Background: an optimization exercise with open tools, aiming at small area, a short achievable clock period and few clock cycles per item. Do not read the settings as production practice.
Only simulation tests tie the RTL to the original design; equivalence was not proved.
Power and IR drop assume default switching activity.

[flow/config.mk]
export PLATFORM = sky130hd
export DESIGN_NAME = comb_mgr
export DESIGN_NICKNAME = comb_mgr
export VERILOG_FILES = /design/flow/design.v
export SDC_FILE = /design/flow/constraint.sdc
export NUM_CORES = 4
export LEC_CHECK = 0
export CAP_MARGIN = 20
export CORE_MARGIN = 2
export CORE_UTILIZATION = 40
export SLEW_MARGIN = 20
[flow/constraint.sdc]
create_clock -name core_clock -period 12.0 [get_ports {clk}]
set_input_delay 2.4000 -clock core_clock [delete_from_list [all_inputs] [get_ports {clk}]]
set_output_delay 2.4000 -clock core_clock [all_outputs]
set_load 0.01 [all_outputs]
[flow/design.v]
module comb_mgr (
    input             clk,
    input             rst,
    input             cmd_valid,
    output            cmd_ready,
    input      [2:0]  cmd_op,
    input      [23:0] cmd_arg,
    input      [7:0]  cmd_tag,
    input             cmd_fallback,
    output reg        rsp_valid,
    output reg        rsp_ok,
    output reg [31:0] rsp_data
);
    localparam NCELL = 16;
    integer c, i;
    reg         rdy_q;
    reg  [7:0]  do_q;         
    reg  [23:0] arg_q;
    reg  [7:0]  tag_q;
    reg         fb_q;
    reg  [7:0]  le_q;         
    reg         hinz_q;       
    assign cmd_ready = rdy_q;
    reg [7:0] le_d;
    always @* begin
        for (c = 0; c < 8; c = c + 1)
            le_d[c] = (cmd_arg <= (24'd256 << (2 * c)));
    end
    always @(posedge clk) begin
        if (rst) begin
            rdy_q <= 1'b0;
            do_q  <= 8'd0;
        end else begin
            rdy_q <= 1'b1;
            do_q  <= 8'd0;
            if (cmd_valid && rdy_q)
                do_q[cmd_op] <= 1'b1;
        end
        arg_q  <= cmd_arg;
        tag_q  <= cmd_tag;
        fb_q   <= cmd_fallback;
        le_q   <= le_d;
        hinz_q <= |cmd_arg[20:5];
    end
    wire op_alloc   = do_q[0];
    wire op_free    = do_q[1];
    wire op_reclaim = do_q[2];
    wire op_config  = do_q[4];
    wire op_build   = do_q[5];
    reg  [NCELL-1:0] free_bit [0:7];    
    reg  [7:0]       cell_tag [0:7][0:NCELL-1];  
    reg  [4:0]       count     [0:7];    
    reg  [4:0]       cfg_count [0:7];    
    reg  [4:0]       low_thr   [0:7];
    reg  [4:0]       eff_high  [0:7];    
    reg  [7:0]       fail_cnt  [0:7];
    reg              built;
    reg              build_err;
    reg  [31:0]      last_err;
    wire [2:0] a_comb = arg_q[23:21];
    wire [3:0] a_idx  = arg_q[3:0];
    wire       big = !le_q[7];
    reg  [7:0] elig;
    reg  [2:0] req;
    always @* begin
        req = 3'd7;
        for (c = 7; c >= 0; c = c - 1)
            if (le_q[c]) req = c[2:0];
        for (c = 0; c < 8; c = c + 1)
            elig[c] = !big && (c == 0 ? le_q[0] :
                               ((le_q[c] && !le_q[c-1]) || (fb_q && le_q[c-1])));
    end
    reg [NCELL-1:0] sel [0:7];
    always @* begin
        for (c = 0; c < 8; c = c + 1)
            for (i = 0; i < NCELL; i = i + 1)
                sel[c][i] = (a_comb == c) && (a_idx == i);
    end
    reg [NCELL-1:0] match [0:7];
    reg [NCELL-1:0] rc_mask [0:7];
    always @* begin
        for (c = 0; c < 8; c = c + 1)
            for (i = 0; i < NCELL; i = i + 1) begin
                match[c][i]   = (cell_tag[c][i] == tag_q);
                rc_mask[c][i] = match[c][i] && !free_bit[c][i] && (i < count[c]);
            end
    end
    reg [7:0]       has_free, cand, srv_oh;
    reg [NCELL-1:0] first_oh [0:7];
    reg [3:0]       first_idx [0:7];
    reg             seen;
    reg [2:0]       srv_comb;
    reg [3:0]       srv_idx;
    reg             srv_found;
    always @* begin
        for (c = 0; c < 8; c = c + 1) begin
            has_free[c] = |free_bit[c];
            seen = 1'b0;
            first_idx[c] = 4'd0;
            for (i = 0; i < NCELL; i = i + 1) begin
                first_oh[c][i] = free_bit[c][i] && !seen;
                if (free_bit[c][i] && !seen)
                    first_idx[c] = i[3:0];
                seen = seen || free_bit[c][i];
            end
        end
        cand = has_free & elig;
        seen = 1'b0;
        srv_comb = 3'd0;
        srv_idx  = 4'd0;
        for (c = 0; c < 8; c = c + 1) begin
            srv_oh[c] = cand[c] && !seen;
            seen = seen || cand[c];
            if (srv_oh[c]) begin
                srv_comb = c[2:0];
                srv_idx  = first_idx[c];
            end
        end
        srv_found = |cand;
    end
    reg       a_free, a_match;
    always @* begin
        a_free  = 1'b0;
        a_match = 1'b0;
        for (c = 0; c < 8; c = c + 1) begin
            a_free  = a_free  | (|(sel[c] & free_bit[c]));
            a_match = a_match | (|(sel[c] & match[c]));
        end
    end
    wire fr_invalid = hinz_q || (arg_q[4:0] >= count[a_comb]);
    wire fr_ok      = !fr_invalid && !a_free && a_match;
    reg cfg_bad;
    always @* begin
        cfg_bad = 1'b0;
        for (c = 0; c < 8; c = c + 1)
            if (cfg_count[c] > 5'd16)
                cfg_bad = 1'b1;
    end
    wire [4:0] cf_low  = arg_q[12:8];
    wire [4:0] cf_high = arg_q[20:16];
    reg        v1, tick1, query1, lowclr1, build1, reclaim1, lasterr1, ok1;
    reg [2:0]  comb1;
    reg [23:0] data1;
    always @(posedge clk) begin
        if (op_alloc)
            for (c = 0; c < 8; c = c + 1)
                for (i = 0; i < NCELL; i = i + 1)
                    if (srv_oh[c] && first_oh[c][i])
                        cell_tag[c][i] <= tag_q;
        comb1 <= a_comb;
        if (rst) begin
            v1        <= 1'b0;
            tick1     <= 1'b0;
            query1    <= 1'b0;
            lowclr1   <= 1'b0;
            build1    <= 1'b0;
            reclaim1  <= 1'b0;
            lasterr1  <= 1'b0;
            ok1       <= 1'b0;
            data1     <= 24'd0;
            built     <= 1'b0;
            build_err <= 1'b0;
            last_err  <= 32'd0;
            for (c = 0; c < 8; c = c + 1) begin
                free_bit[c]  <= {NCELL{1'b0}};
                count[c]     <= 5'd0;
                cfg_count[c] <= 5'd0;
                low_thr[c]   <= 5'd0;
                eff_high[c]  <= 5'd0;
                fail_cnt[c]  <= 8'd0;
            end
        end else begin
            v1       <= |do_q;
            tick1    <= do_q[3];
            query1   <= do_q[6];
            lowclr1  <= op_config && cf_low == 5'd0;
            build1   <= op_build;
            reclaim1 <= op_reclaim;
            lasterr1 <= do_q[7];
            ok1      <= 1'b1;
            data1    <= 24'd0;
            if (op_alloc) begin
                if (srv_found) begin
                    for (c = 0; c < 8; c = c + 1)
                        if (srv_oh[c])
                            free_bit[c] <= free_bit[c] & ~first_oh[c];
                    data1 <= {srv_comb, 17'd0, srv_idx};
                end else begin
                    ok1   <= 1'b0;
                    data1 <= {21'd0, req};
                    if (fail_cnt[req] != 8'hFF)
                        fail_cnt[req] <= fail_cnt[req] + 8'd1;
                end
            end
            if (op_free) begin
                if (fr_ok) begin
                    free_bit[a_comb][a_idx] <= 1'b1;
                end else begin
                    ok1      <= 1'b0;
                    data1    <= fr_invalid ? 24'd1 : a_free ? 24'd2 : 24'd3;
                    last_err <= {tag_q, arg_q};
                end
            end
            if (op_reclaim) begin
                for (c = 0; c < 8; c = c + 1)
                    free_bit[c] <= free_bit[c] | rc_mask[c];
            end
            if (op_config) begin
                cfg_count[a_comb] <= arg_q[4:0];
                low_thr[a_comb]   <= cf_low;
                eff_high[a_comb]  <= (cf_high < cf_low) ? cf_low : cf_high;
            end
            if (op_build) begin
                built     <= !cfg_bad;
                build_err <= cfg_bad;
                ok1       <= !cfg_bad;
                for (c = 0; c < 8; c = c + 1) begin
                    count[c] <= cfg_bad ? 5'd0 : cfg_count[c];
                    for (i = 0; i < NCELL; i = i + 1)
                        free_bit[c][i] <= !cfg_bad && (i < cfg_count[c]);
                end
            end
        end
    end
    reg [4:0] fcnt     [0:7];
    reg [4:0] run_min  [0:7];    
    reg [4:0] prev_min [0:7];
    reg [7:0] low_state;
    reg [7:0] ftot;               
    reg [4:0] pc [0:7];
    reg [4:0] minrun [0:7];
    reg [7:0] tk_set, tk_clr, tk_low;
    always @* begin
        for (c = 0; c < 8; c = c + 1) begin
            pc[c] = 5'd0;
            for (i = 0; i < NCELL; i = i + 1)
                pc[c] = pc[c] + {4'd0, free_bit[c][i]};
            minrun[c] = (fcnt[c] < run_min[c]) ? fcnt[c] : run_min[c];
            tk_low[c] = low_state[c];
            tk_set[c] = 1'b0;
            tk_clr[c] = 1'b0;
            if (minrun[c] < low_thr[c] && !tk_low[c]) begin
                tk_set[c] = 1'b1;
                tk_low[c] = 1'b1;
            end
            if (tk_low[c] && fcnt[c] >= eff_high[c]) begin
                tk_clr[c] = 1'b1;
                tk_low[c] = 1'b0;
            end
        end
    end
    reg        v2, ok2, reclaim2;
    reg [31:0] data2;
    always @(posedge clk) begin
        for (c = 0; c < 8; c = c + 1)
            fcnt[c] <= pc[c];
        ftot <= ((fcnt[0] + fcnt[1]) + (fcnt[2] + fcnt[3])) +
                ((fcnt[4] + fcnt[5]) + (fcnt[6] + fcnt[7]));
        if (rst) begin
            v2        <= 1'b0;
            ok2       <= 1'b0;
            reclaim2  <= 1'b0;
            data2     <= 32'd0;
            low_state <= 8'd0;
            for (c = 0; c < 8; c = c + 1) begin
                run_min[c]  <= 5'd0;
                prev_min[c] <= 5'd0;
            end
        end else begin
            v2       <= v1;
            ok2      <= ok1;
            reclaim2 <= reclaim1;
            data2    <= {8'd0, data1};
            for (c = 0; c < 8; c = c + 1)
                run_min[c] <= minrun[c];
            if (tick1) begin
                low_state <= tk_low;
                for (c = 0; c < 8; c = c + 1) begin
                    prev_min[c] <= minrun[c];
                    run_min[c]  <= fcnt[c];
                end
                data2 <= {16'd0, tk_clr, tk_set};
            end
            if (lowclr1)
                low_state[comb1] <= 1'b0;
            if (build1)
                for (c = 0; c < 8; c = c + 1)
                    run_min[c] <= 5'd31;
            if (query1)
                data2 <= {fail_cnt[comb1], 5'd0, build_err, built,
                          low_state[comb1], 3'd0, prev_min[comb1],
                          3'd0, fcnt[comb1]};
            if (lasterr1)
                data2 <= last_err;
        end
    end
    wire [7:0] fsum = ((fcnt[0] + fcnt[1]) + (fcnt[2] + fcnt[3])) +
                      ((fcnt[4] + fcnt[5]) + (fcnt[6] + fcnt[7]));
    always @(posedge clk) begin
        if (rst) begin
            rsp_valid <= 1'b0;
            rsp_ok    <= 1'b0;
            rsp_data  <= 32'd0;
        end else begin
            rsp_valid <= v2;
            rsp_ok    <= ok2;
            rsp_data  <= reclaim2 ? {24'd0, fsum - ftot} : data2;
        end
    end
endmodule
[flow/run.sh]
#!/bin/bash
# synth_recipe.tcl (not shown) runs the flow's synth.tcl, then flattens the netlist and writes it again
# the make line also repeats each setting of config.mk as NAME=value (left out here)
make -C /OpenROAD-flow-scripts/flow DESIGN_CONFIG=/design/flow/config.mk WORK_HOME=/design/flow/orfs CLKGATE_MAP_FILE= SYNTH_SCRIPT=/design/flow/synth_recipe.tcl finish
==> metrics.log, run 1 <==
INFO  metric final_critical_path_required_period = between 6000 and 7000 ps
INFO  metric yosys.cell_types.count = between 90 and 100
INFO  metric drive_gt1_share = under 10%
INFO  metric min-delay-path-class = reg -> reg
INFO  metric detailedRoute.firstPassIterationCount = 9
INFO  metric whs = 397 ps
INFO  metric synth_warnings = 13
INFO  metric placement_rows = around 170
INFO  metric design_power_total = about 18000 uW
INFO  metric htreeDepth = 4
INFO  metric endpoints_failing_hold = 0
INFO  metric layout.nets = 7948
INFO  metric placed_instance_area = 91500 um2
INFO  metric die_w = between 400 and 500 um
INFO  metric rsz_0062_raised_after_global_routing = false
INFO  metric cts_resized = 0
INFO  metric finalSetupViolations = 0
INFO  metric floorplan.die_area = ~220000 um2
INFO  metric route.antenna.remaining_nets = 0
INFO  metric worst-endpoint-required = between 10000 and 15000 ps
INFO  metric portBuffers = 73
INFO  metric last_weighted_congestion_value_of_the_routability_driven_placer = about 1.1
INFO  metric layout.cell_area.non_filler = 97700 um2
INFO  metric finish.utilization = 45.1%
INFO  metric synth-adder-area-share = about 5.4%
INFO  metric path_cells = inv_1 -> ha_1 -> nor3b_2 -> a41o_1 -> o21ai_1 -> nor3_2 -> nand3_1 -> buf_4 -> nor3_2 -> o311a_1 -> nand2_1 -> nand2_1
INFO  metric yosys_most_used_dff = sky130_fd_sc_hd__edfxtp_1
INFO  metric slowest_library_cell_on_the_worst_path = sky130_fd_sc_hd__o311a_1
INFO  metric setup.worst_path.start_class = flip-flop
INFO  metric cts.root.buffer_cell = sky130_fd_sc_hd__clkbuf_16
INFO  metric cts_inserted_buffers = about 190
INFO  metric muxShareOfSynthArea = 2.43%
INFO  metric die_h = ~470 um
INFO  metric first_iter_violations = between 9000 and 10000
INFO  metric ys_seq_area_share = a little over half
INFO  metric cp_num_buf_inv = 2
INFO  metric start_util = 40.2%
INFO  metric io-pin-count = 74
INFO  metric final_max_slew_viol_count = 0
INFO  metric wire_per_inst = between 30 and 40 um
INFO  metric clock_latency = 890 ps
INFO  metric post-cts-setup-buffers = 0
INFO  metric ctsHoldBuffers = 0
INFO  metric vdd_ir_drop_max = about 620 uV
INFO  metric avgViaCountPerCell = just over 6
INFO  metric status = timing/DRC/antenna clean
INFO  metric grt_remaining_overflow = 0
INFO  metric clock_tree_from_tritoncts = done
INFO  metric fillCellCount = about 20000
INFO  metric worstPathArrival = between 7000 and 8000 ps
INFO  metric cts.path.max_buffers = 3
INFO  metric synth-simple-area-share = about an eighth
INFO  metric antenna_found_initial = 34
INFO  metric synth-seq-cells = 1684
INFO  metric synth_fp_nets = between 7000 and 8000
INFO  metric xor_xnor_share_of_the_synthesized_area = a little over a tenth
INFO  metric drc_errors = 0
INFO  metric detailedPlacementHpwl = 239000 um
INFO  metric area_delta_synth_final = 12.1%
INFO  metric grt_pass1_wl = around 470000 um
INFO  metric worst_path_largest_cell_delay = between 600 and 700 ps
INFO  metric maxCapViolCount = 0
INFO  metric synth_top_family_by_area = simple AND/OR/NAND/NOR gates
INFO  metric worst_setup_path_end_kind = flip-flop
INFO  metric synth_edf_count = around 1300
INFO  metric timing.setup.critical_path_class = reg -> reg
INFO  metric via_count = roughly 65000
INFO  metric postSynth.asyncResetShare = 0%
INFO  metric clock_sinks = roughly 1700
INFO  metric tns = 0 ps
INFO  metric post-route-period-util = between 50% and 60%
INFO  metric worst_path_dominant_cell_family = simple AND/OR/NAND/NOR gates
INFO  metric fin_skew = 66.6 ps
INFO  metric core_region_area = 217000 um2
INFO  metric netlist_instances = 7636
INFO  metric static_power_due_to_leakage = 0.0326 uW
INFO  metric first_global_vias = roughly 62000
INFO  metric synthesized_cell_area = about 87000 um2
INFO  metric cts.clk_slew.worst_paths = 60 ps
INFO  metric biggest_fanout_along_the_worst_timing_path = 13
INFO  metric largest_net_degree_at_the_start_of_global_routing = 118
INFO  metric grt_use_total = just under 30%
INFO  metric synthesis.area_per_instance = between 10 and 15 um2
INFO  metric slew_headroom = 11.8%
INFO  metric max_freq = around 0.15 GHz
INFO  metric wl = between 300000 and 400000 um
INFO  metric pwr_per_cell_area = ~190 nW/um2
INFO  metric worstMarginPinSlew = around 1300 ps
INFO  metric synth_compound_gate_area_share = between 10% and 20%
placed cells by master (no fill, tap or decap), types with 27 or more instances in the layout:
| master | synthesis | layout |
|---|---|---|
| sky130_fd_sc_hd__o31ai_1 | 27 | 27 |
| sky130_fd_sc_hd__o211ai_1 | 31 | 31 |
| sky130_fd_sc_hd__o21ai_0 | 384 | 382 |
| sky130_fd_sc_hd__dfxtp_1 | 348 | 330 |
| sky130_fd_sc_hd__diode_2 | 0 | 29 |
| sky130_fd_sc_hd__a22o_1 | 35 | 35 |
| sky130_fd_sc_hd__or3_1 | 36 | 36 |
| sky130_fd_sc_hd__clkbuf_1 | 338 | 45 |
| sky130_fd_sc_hd__xor2_1 | 114 | 114 |
| sky130_fd_sc_hd__nor2b_1 | 52 | 51 |
| sky130_fd_sc_hd__and2_1 | 42 | 42 |
| sky130_fd_sc_hd__a2111oi_0 | 38 | 35 |
| sky130_fd_sc_hd__nor3_1 | 148 | 139 |
| sky130_fd_sc_hd__ha_1 | 201 | 201 |
| sky130_fd_sc_hd__a31oi_1 | 72 | 72 |
| sky130_fd_sc_hd__a31o_1 | 28 | 28 |
| sky130_fd_sc_hd__a31o_2 | 92 | 92 |
| sky130_fd_sc_hd__nand3_1 | 85 | 85 |
| sky130_fd_sc_hd__a211oi_1 | 45 | 45 |
| sky130_fd_sc_hd__a21oi_1 | 320 | 313 |
| sky130_fd_sc_hd__clkbuf_16 | 0 | 190 |
| sky130_fd_sc_hd__and4_1 | 30 | 30 |
| sky130_fd_sc_hd__clkdlybuf4s50_1 | 0 | 72 |
| sky130_fd_sc_hd__a22oi_1 | 44 | 44 |
| sky130_fd_sc_hd__nor2_1 | 526 | 523 |
| sky130_fd_sc_hd__edfxtp_1 | 1336 | 1336 |
| sky130_fd_sc_hd__inv_1 | 359 | 356 |
| sky130_fd_sc_hd__a21o_1 | 58 | 57 |
| sky130_fd_sc_hd__buf_4 | 14 | 189 |
| sky130_fd_sc_hd__fa_1 | 110 | 110 |
| sky130_fd_sc_hd__o22ai_1 | 44 | 44 |
| sky130_fd_sc_hd__clkinv_2 | 0 | 32 |
| sky130_fd_sc_hd__mux2i_1 | 147 | 146 |
| sky130_fd_sc_hd__and3_1 | 100 | 100 |
| sky130_fd_sc_hd__nand2b_1 | 77 | 77 |
| sky130_fd_sc_hd__nand4_1 | 257 | 257 |
| sky130_fd_sc_hd__xnor2_1 | 943 | 941 |
| sky130_fd_sc_hd__nand2_1 | 397 | 392 |
| sky130_fd_sc_hd__nor4_1 | 156 | 129 |
metrics by stage:
step / worst slack, ps / cells
6_report: 5330 / 10600
5_1_grt: 5330 / 10600
4_1_cts: 5290 / 10600
3_5_place_dp: 5320 / 10300
3_3_place_gp: 5300 / 10300
2_1_floorplan: 7080 / 7636
state kept, by name, summed over array words and instances, names as in the netlist, 32 cells and up:
name,cells
cfg_count,40
low_thr,40
eff_high,40
fail_cnt,64
free_bit,128
prev_min,40
rsp_data,32
cell_tag,1024
run_min,40
fcnt,40
data2,32
last_err,32
count,40
metal layers:
| layer | vias to the layer above | wire length, um | track usage (%) |
|---|---|---|---|
| met5 | - | 184 | 0.195 |
| met3 | 1045 | 36700 | 9.10 |
| met4 | 20 | 22000 | 16.3 |
| met2 | 3844 | 144000 | 43.8 |
| met1 | 32400 | 136000 | 39.0 |
| li1 | 27900 | - | - |
synthesized netlist by cell type, drive strengths merged, types with 27 or more instances:
cell type  instances  share of area (%)
a31oi             72               0.52
nand2b            77               0.55
dfxtp            348                8.0
and3             100               0.72
o211ai            31               0.27
nor2             527                2.3
o22ai             44               0.32
nor2b             52               0.37
o21ai            387                2.2
mux2i            147                1.7
a31o             120                1.2
xnor2            943                9.5
nand4            258                1.9
o31ai             27               0.23
a211oi            45               0.39
nor4             159                1.2
xor2             114                1.1
nand2            397                1.7
nand3             90               0.55
buf              169                1.0
clkbuf           339                1.5
a22o              35               0.35
inv              363                1.6
ha               201                2.9
edfxtp          1336                 46
a2111oi           39               0.40
or3               36               0.26
fa               110                2.5
a21oi            320                1.8
and2              42               0.30
and4              30               0.30
a22oi             44               0.38
a21o              58               0.50
nor3             152               0.90
final cells by class:
| type | instances | area (um2) | share of cell area, % |
|---|---|---|---|
| Sequential cell | 1684 | 47100 | 48.3 |
| Multi-Input combinational cell | 5078 | 37000 | 37.8 |
| Clock buffer | 245 | 5060 | 5.18 |
| Tap cell | 2854 | 3570 | 3.66 |
| Timing Repair Buffer | 282 | 2520 | 2.58 |
| Inverter | 366 | 1380 | 1.41 |
| Clock inverter | 94 | 978 | 1.00 |
| Antenna cell | 29 | 72.6 | 0.0743 |
cells by family after synthesis:
family,count (synthesis)
mux,186
compound gates,1482
flops,1684
buf+inv,874
simple gates,2042
xor+xnor,1057
fa+ha+maj,311
final timing paths:
| kind | to | slack (ps) | from | cells after the start |
|---|---|---|---|---|
| worst min register to register | comb1[2] | 400 | arg_q[23] | 0 |
| worst min-delay path | comb1[2] | 400 | arg_q[23] | 0 |
| worst max-delay path | fail_cnt[0][2] | 5330 | free_bit[0][0] | 12 |
| worst max register to register | fail_cnt[0][2] | 5330 | free_bit[0][0] | 12 |
where the power goes:
| part | switching, uW | internal (uW) | leakage [uW] |
|---|---|---|---|
| registers | 299 | 6500 | 0.0153 |
| clock network | 2490 | 3230 | 0.00294 |
| logic | 3350 | 2350 | 0.0143 |
| total | 6140 | 12100 | 0.0326 |
Testbench counts, summed over its fixed seeds: cycles 24,104, items 24,072.
==> run 2: changes to the inputs <==
==> flow/flow/run.sh (new file) <==
#!/bin/bash
# Standard ORFS layout, with timing repair aimed at a slack margin below the
# clock period and clock tree synthesis without dummy loads.
set -euo pipefail
bash standard.sh SETUP_SLACK_MARGIN=8.2 TNS_END_PERCENT=20 \
  "CTS_ARGS=-sink_clustering_enable -repair_clock_nets -dont_use_dummy_load" \
  finish > standard_make.log 2>&1
==> flow/standard.sh (new file) <==
#!/bin/bash
# synth_recipe.tcl (not shown) runs the flow's synth.tcl, then flattens the netlist and writes it again
# the make line also repeats each setting of config.mk as NAME=value (left out here)
make -C /OpenROAD-flow-scripts/flow DESIGN_CONFIG=/design/flow/config.mk WORK_HOME=/design/flow/orfs CLKGATE_MAP_FILE= SYNTH_SCRIPT=/design/flow/synth_recipe.tcl "${@:-finish}"
--- a/flow/config.mk
+++ b/flow/config.mk
@@ -5,6 +5,7 @@
 export SDC_FILE = /design/flow/constraint.sdc
 export NUM_CORES = 4
 export LEC_CHECK = 0
+export ABC_CLOCK_PERIOD_IN_PS = 3500
 export CAP_MARGIN = 20
 export CORE_MARGIN = 2
 export CORE_UTILIZATION = 40
removed: flow/run.sh
==> metrics.log, run 2 <==
INFO  metric timing.setup.critical_path_class = reg -> reg
INFO  metric yosys.cell_types.count = a little under 100
INFO  metric clock_tree_from_tritoncts = done
INFO  metric fin_skew = 131 ps
INFO  metric largest_net_degree_at_the_start_of_global_routing = 85
INFO  metric die_h = 471 um
INFO  metric yosysTopAreaCell = sky130_fd_sc_hd__edfxtp_1
INFO  metric yosys_most_used_dff = sky130_fd_sc_hd__edfxtp_1
INFO  metric design_power_total = 18700 uW
INFO  metric post-route-period-util = 38.4%
INFO  metric synth_common_cells = sky130_fd_sc_hd__edfxtp_1 (1336), sky130_fd_sc_hd__xnor2_1 (943), sky130_fd_sc_hd__nor2_1 (526)
INFO  metric hold_wc_startpoint = data2[26]
INFO  metric first_iter_violations = 10500
INFO  metric cts.clk_slew.worst_paths = 50 ps
INFO  metric drc_errors = 0
INFO  metric vdd_ir_drop_max = ~1100 uV
INFO  metric layout.nets = slightly above 8000
INFO  metric finalWorstSetupSlack = between 7000 and 8000 ps
INFO  metric worst_setup_path_end_kind = flip-flop
INFO  metric grt_pass1_wl = between 500000 and 600000 um
INFO  metric fillCellCount = around 19000
INFO  metric power.share.sequential = around 36%
INFO  metric synth_warnings = 13
INFO  metric worstPathArrival = between 5000 and 6000 ps
INFO  metric area_delta_synth_final = 19.7%
INFO  metric worstMarginPinSlew = ~1300 ps
INFO  metric ctsHoldBuffers = 0
INFO  metric htreeDepth = 4
INFO  metric pwr_per_cell_area = 180 nW/um2
INFO  metric antenna_found_initial = 46
INFO  metric min-delay-path-class = reg -> reg
INFO  metric netlist_top_cells_area = sky130_fd_sc_hd__edfxtp_1 (46%), sky130_fd_sc_hd__xnor2_1 (9.5%), sky130_fd_sc_hd__dfxtp_1 (8.0%)
INFO  metric portBuffers = 73
INFO  metric ys_seq_area_share = between 50 and 60%
INFO  metric cts.root.buffer_cell = sky130_fd_sc_hd__clkbuf_16
INFO  metric placement_rows = approximately 170
INFO  metric preCtsSetupSlack = ~5500 ps
INFO  metric status = timing/DRC/antenna clean
INFO  metric die_w = between 400 and 500 um
INFO  metric critPathLaunch = arg_q[2]
INFO  metric detailedRoute.firstPassIterationCount = 9
INFO  metric static_power_due_to_leakage = about 0.036 uW
INFO  metric crit-reg2reg-launch = arg_q[2]
INFO  metric endpoints_failing_hold = 0
INFO  metric biggest_fanout_along_the_worst_timing_path = 30
INFO  metric whs = between 400 and 500 ps
INFO  metric detailedPlacementHpwl = around 230000 um
INFO  metric synthesized_cell_area = roughly 87000 um2
INFO  metric max_freq = between 0.2 and 0.25 GHz
INFO  metric via_count = roughly 69000
INFO  metric start_util = 40.2%
INFO  metric slew_headroom = 14.5%
INFO  metric yosys.cell_count.top_type = sky130_fd_sc_hd__edfxtp_1
INFO  metric avgViaCountPerCell = around 6.4
INFO  metric worst-endpoint-required = roughly 13000 ps
INFO  metric netlist_instances = 7636
INFO  metric synth-seq-cells = between 1500 and 2000
INFO  metric synth_edf_count = ~1300
INFO  metric final_max_slew_viol_count = 0
INFO  metric top_register = cell_tag
INFO  metric rsz_0062_raised_after_global_routing = true
INFO  metric clock_sinks = ~1700
INFO  metric cts.path.max_buffers = 3
INFO  metric io-pin-count = 74
INFO  metric drive_gt1_share = roughly 16%
INFO  metric final_critical_path_required_period = ~4600 ps
INFO  metric clock_latency = between 900 and 1000 ps
INFO  metric setup.worst_path.start_class = flip-flop
INFO  metric synth_fp_nets = approximately 8000
INFO  metric p_sw = 6490 uW
INFO  metric last_weighted_congestion_value_of_the_routability_driven_placer = 1.08
INFO  metric maxCapViolCount = 0
INFO  metric commonest_cells_after_routing_fill_and_taps_aside = sky130_fd_sc_hd__edfxtp_1 (1336), sky130_fd_sc_hd__xnor2_1 (935), sky130_fd_sc_hd__nor2_1 (501), sky130_fd_sc_hd__nand2_1 (364), sky130_fd_sc_hd__inv_1 (344)
INFO  metric wire_per_inst = approximately 34 um
INFO  metric clock_power_share = 25.8%
INFO  metric tns = 0 ps
INFO  metric synthesis.area_per_instance = around 11 um2
INFO  metric power.switching_fraction = ~35%
INFO  metric grt_use_total = around a third
INFO  metric post-place-cells = 10200
INFO  metric reg.largest.list = cell_tag x1024, free_bit x128, fail_cnt x64
INFO  metric final-instance-count-excl-fill = between 10000 and 15000
INFO  metric largest_register_ffs = ~1000
INFO  metric intPower = between 10000 and 15000 uW
INFO  metric wl = 371000 um
INFO  metric cts_inserted_buffers = approximately 180
INFO  metric finalSetupViolations = 0
INFO  metric grt_remaining_overflow = 0
INFO  metric core_region_area = 217000 um2
INFO  metric netlist.area_leader.share = between 40 and 50%
INFO  metric postSynth.asyncResetShare = 0%
INFO  metric comb_power_share = between 30% and 40%
INFO  metric route.antenna.remaining_nets = 0
INFO  metric first_global_vias = 64300
INFO  metric layout.cells.most_common = sky130_fd_sc_hd__edfxtp_1
INFO  metric floorplan.die_area = approximately 220000 um2
run 2: final timing paths:
| path | slack, ps | depth (start not counted) | endpoint |
|---|---|---|---|
| worst max-delay path | 7390 | 17 | free_bit[4][10] |
| worst min-delay path | 430 | 1 | rsp_data[26] |
| worst max register to register | 7390 | 17 | free_bit[4][10] |
| worst min register to register | 430 | 1 | rsp_data[26] |
run 2: cell type report:
class / count / area (um2) / area share [%]
flip-flops and latches: 1684 / 47200 / 45.3
multi-input cells: 5084 / 39600 / 37.9
repair buffers: 600 / 7870 / 7.55
clock buffers: 183 / 4580 / 4.39
well taps: 2854 / 3570 / 3.43
inverters: 366 / 1400 / 1.35
diodes: 34 / 85.1 / 0.0816
run 2: what timing repair did:
item	CTS	global route
resized for setup	638	202
pin swaps	135	87
endpoints found under the hold margin	0	0
gates cloned	68	10
setup endpoints to repair	1631	1379
buffers inserted	215	59
run 2: kinds of logic (layout without fill, tap and decap cells):
| group | after synthesis | count (layout) | share of synthesized area, % |
|---|---|---|---|
| simple gates | 2042 | 2048 | 12.1 |
| flops | 1684 | 1684 | 54.1 |
| fa+ha+maj | 311 | 311 | 5.42 |
| compound gates | 1482 | 1482 | 11.3 |
| mux | 186 | 186 | 2.43 |
| buf+inv | 874 | 1149 | 4.08 |
| other cells | 0 | 34 | 0 |
| xor+xnor | 1057 | 1057 | 10.6 |
run 2: stage by stage:
| step | instance area (um2) | utilization, % |
|---|---|---|
| 6_report | 104000 | 48.1 |
| 3_5_place_dp | 91200 | 42.1 |
| 4_1_cts | 102000 | 47.3 |
| 3_3_place_gp | 91100 | 42.0 |
| 2_1_floorplan | 87300 | - |
| 5_1_grt | 104000 | 48.1 |
run 2: worst max-delay path: stages (launching register included):
cell and delay (ps):
sky130_fd_sc_hd__dfxtp_2 330, sky130_fd_sc_hd__buf_8 220, sky130_fd_sc_hd__buf_12 220, sky130_fd_sc_hd__nor2b_2 330, sky130_fd_sc_hd__nand2_1 310, sky130_fd_sc_hd__buf_4 350, sky130_fd_sc_hd__nor4_2 690, sky130_fd_sc_hd__a2111oi_0 160
sky130_fd_sc_hd__nand4_1 190, sky130_fd_sc_hd__nor4_2 70, sky130_fd_sc_hd__buf_4 140, sky130_fd_sc_hd__nand4_1 70, sky130_fd_sc_hd__buf_4 190, sky130_fd_sc_hd__buf_4 190, sky130_fd_sc_hd__nand4_1 220, sky130_fd_sc_hd__buf_4 260
sky130_fd_sc_hd__clkbuf_16 160, sky130_fd_sc_hd__o21ai_1 150
run 2: metal layers:
| layer | part of all wire, % | track usage (%) |
|---|---|---|
| met1 | 38 | 40.7 |
| met2 | 42 | 47.3 |
| met3 | 12 | 11.7 |
| met4 | 7.8 | 20.0 |
| met5 | 0.14 | 0.800 |
run 2: power by group through the flow:
stage / Combinational, uW / Sequential, uW / Clock [uW]
after floorplan: 4220 / 6770 / 0
after global placement: 5820 / 6890 / 0
after detailed placement: 5950 / 6900 / 0
after CTS: 6570 / 6760 / 4900
after global routing: 7790 / 6780 / 5120
final: 7120 / 6770 / 4840

## separate check: timing with driven ports
The flow's constraints put no driver on any port. The routed layouts listed below were extracted and timed again, unchanged, in two steps. Step 1: set_driving_cell puts a clkbuf_16 on clk and a buf_2 on each other input, an assumption about the parent block. Step 2 moves the port delays by t, midway between the first and last clock arrival at a register: inputs arrive t later, outputs are due t later. That takes back most of the time a late clock gives input paths. a / b / c = ideal / step 1 / step 2; a / b = the first two.
| run | t, ns | setup WS [ns] | clock arrival spread, ns | worst data-port slew with drivers (ns) |
|---|---|---|---|---|
| run 1 | 0.943 | 5.334 / 5.334 / 5.249 | 0.067 / 0.067 | 0.08 |
| run 2 | 0.944 | 7.393 / 7.393 / 6.642 | 0.134 / 0.134 | 0.13 |
After both steps every run listed still meets setup and hold. For run 2, which loses most, drivers alone change the setup slack by 0.000 ns; drivers and shift together by -0.751 ns.
